This design comes from an exercise in tuning for small area, a short achievable clock period and few clock cycles per item on the open sky130 flow, not from production work. In this exercise RTL edits were held to simulation tests only and were not proved equivalent to the original.

Setup of job 2963:
// cmp_coder
module cmp_coder (
    input  wire        clk,
    input  wire        rst,         
    input  wire [1:0]  cfg_fmt,     
    input  wire [1:0]  cfg_type,    
    input  wire        cfg_pred,    
    input  wire [2:0]  cfg_e,       
    input  wire        in_valid,
    output wire        in_ready,
    input  wire [15:0] in_pix,
    input  wire        in_last,
    output reg         out_valid,
    input  wire        out_ready,
    output reg  [31:0] out_data,
    output reg         out_last,
    output wire [15:0] res_len,     
    output wire [15:0] res_npix,    
    output wire [31:0] res_crc      
);
Size in the first run: about 450 flip-flops, ~130 I/O pins, roughly 34000 sq um of cells after synthesis.
==> flow/config.mk <==
export PLATFORM = sky130hd
export DESIGN_NAME = cmp_coder
export DESIGN_NICKNAME = cmp_coder
export VERILOG_FILES = /design/flow/design.v
export SDC_FILE = /design/flow/constraint.sdc
export NUM_CORES = 4
export LEC_CHECK = 0
export CAP_MARGIN = 20
export CORE_MARGIN = 2
export CORE_UTILIZATION = 62
export PLACE_DENSITY = 0.68
export SLEW_MARGIN = 20
==> flow/constraint.sdc <==
create_clock -name core_clock -period 55.0 [get_ports {clk}]
set_input_delay 11.0000 -clock core_clock [delete_from_list [all_inputs] [get_ports {clk}]]
set_output_delay 11.0000 -clock core_clock [all_outputs]
set_load 0.01 [all_outputs]
standard.sh (not shown) runs the stock make flow with config.mk's settings and CLKGATE_MAP_FILE= SYNTH_SCRIPT=/design/flow/synth_recipe.tcl, a recipe that flattens the netlist after the stock synthesis.
==> flow/flow/run.sh <==
#!/bin/bash
set -uo pipefail
export SETUP_SLACK_MARGIN=43
export CTS_ARGS="-sink_clustering_enable -repair_clock_nets -sink_clustering_size 30 -sink_clustering_max_diameter 60 -dont_use_dummy_load -balance_levels"
bash standard.sh > standard.log 2>&1
Job 2963 closes out successfully: all stages finished, all timing, DRC and antenna checks passed.
Testbench counts of job 2963, summed over its fixed seeds: cycles 138,779, pixels 137,713.
## Diff of input files: job 2878 against job 2963
Settings: a deleted PLACE_DENSITY that had been 0.68; a change of CORE_UTILIZATION from 62 to 55.
==> flow/flow/run.sh <==
#!/bin/bash
set -uo pipefail
export SETUP_SLACK_MARGIN=43
export CTS_ARGS="-sink_clustering_enable -repair_clock_nets -sink_clustering_size 34 -sink_clustering_max_diameter 80 -dont_use_dummy_load -sink_clustering_levels 1"
bash standard.sh > standard.log 2>&1
When the final numbers for job 2963 and job 2878 were put side by side, the final area turned out to be smaller in job 2878. Note that the total of clock buffers placed in the layout recorded for job 2963 amounts to 1.3 times the value seen in job 2878. Relative to job 2963, the post-cts repair resize count measured on job 2878 has decreased slightly. Going from job 2963 to job 2878, clock latency at the later pin of the worst-skew pair +30 ps, number of vias after detailed routing -about 2%. In job 2878, the global-route met3 utilization came out 1.6 points below the value in job 2963. Job 2878 and job 2963 ended up with roughly the same proportion of cell area occupied by registers.
#### Input delta (job 2670 over job 2878)
==> flow/flow/run.sh <==
#!/bin/bash
set -uo pipefail
export SETUP_SLACK_MARGIN=43
export CTS_ARGS="-sink_clustering_enable -repair_clock_nets -sink_clustering_size 30 -sink_clustering_max_diameter 60 -dont_use_dummy_load -balance_levels"
bash standard.sh > standard.log 2>&1
==> run summary <==
Of job 2878 and job 2670, the run reporting the higher count of antenna diodes in the layout was job 2878.
Going from job 2878 to job 2670, total length of routed wires stayed essentially flat.
Re clock transition at the registers of the reported paths: job 2670 is 40 ps down on job 2878.
As far as final-layout setup total negative slack goes, job 2670 and job 2878 are indistinguishable; the numbers are identical.
From job 2878 to job 2670 the numbers moved as follows: number of gates resized after cts climbed 2; met3 layer usage reported by global route +1.1 points.
On area growth from synthesis to layout, the lower figure sits with job 2878, not job 2670.
The inputs of job 2714 differ from those of job 2670 as listed below.
==> flow/flow/run.sh <==
#!/bin/bash
set -uo pipefail
export SETUP_SLACK_MARGIN=43
export CTS_ARGS="-sink_clustering_enable -repair_clock_nets -sink_clustering_size 24 -sink_clustering_max_diameter 50 -dont_use_dummy_load -balance_levels"
bash standard.sh > standard.log 2>&1
==> comparison <==
Per the comparison of job 2714 with job 2670, final area moved up, layout inverter count without the clock tree fell by about 0.6%, combined area of the multi-input logic cells level, area added between synthesis and finish increased by 1.2 points relative to the old numbers.
On global-route wire length before repair, job 2670 and job 2714 are neck and neck.
met2 track demand over resource in global routing across job 2670 and job 2714: no real change.
Per the comparison of job 2714 with job 2670, sum of routed wire segments on met1 rose by 0.60%, number of post-CTS setup repair buffers went down by 2, final net count now sits higher, minimum clock period after layout climbed 43 ps.

-- re-timing with driven ports --
Ports are ideal in the flow. The routed layouts listed here were re-timed in OpenROAD.
Step 1, drivers: a clkbuf_16 drives clk and a buf_2 each remaining input, both assumed.
Step 2 also shifts input and output timing later by t, the mid clock arrival at the registers, as if the neighbouring blocks saw the same clock.
Slacks: ideal ports / drivers / drivers and shift; pairs: ideal ports / drivers.
| run | t, ns | slack for setup (ns) | worst data-port slew with drivers (ns) |
|---|---|---|---|
| job 2963 | 0.626 | 42.776 / 42.716 / 42.589 | 0.07 |
| job 2878 | 0.676 | 42.758 / 42.691 / 42.653 | 0.07 |
| job 2670 | 0.626 | 42.828 / 42.763 / 42.620 | 0.06 |
| job 2714 | 0.654 | 42.785 / 42.720 / 42.681 | 0.06 |
After both steps every run listed still meets setup and hold. The setup slack of job 2670, which loses most, moves by -0.065 ns with the drivers and by -0.208 ns with both steps.
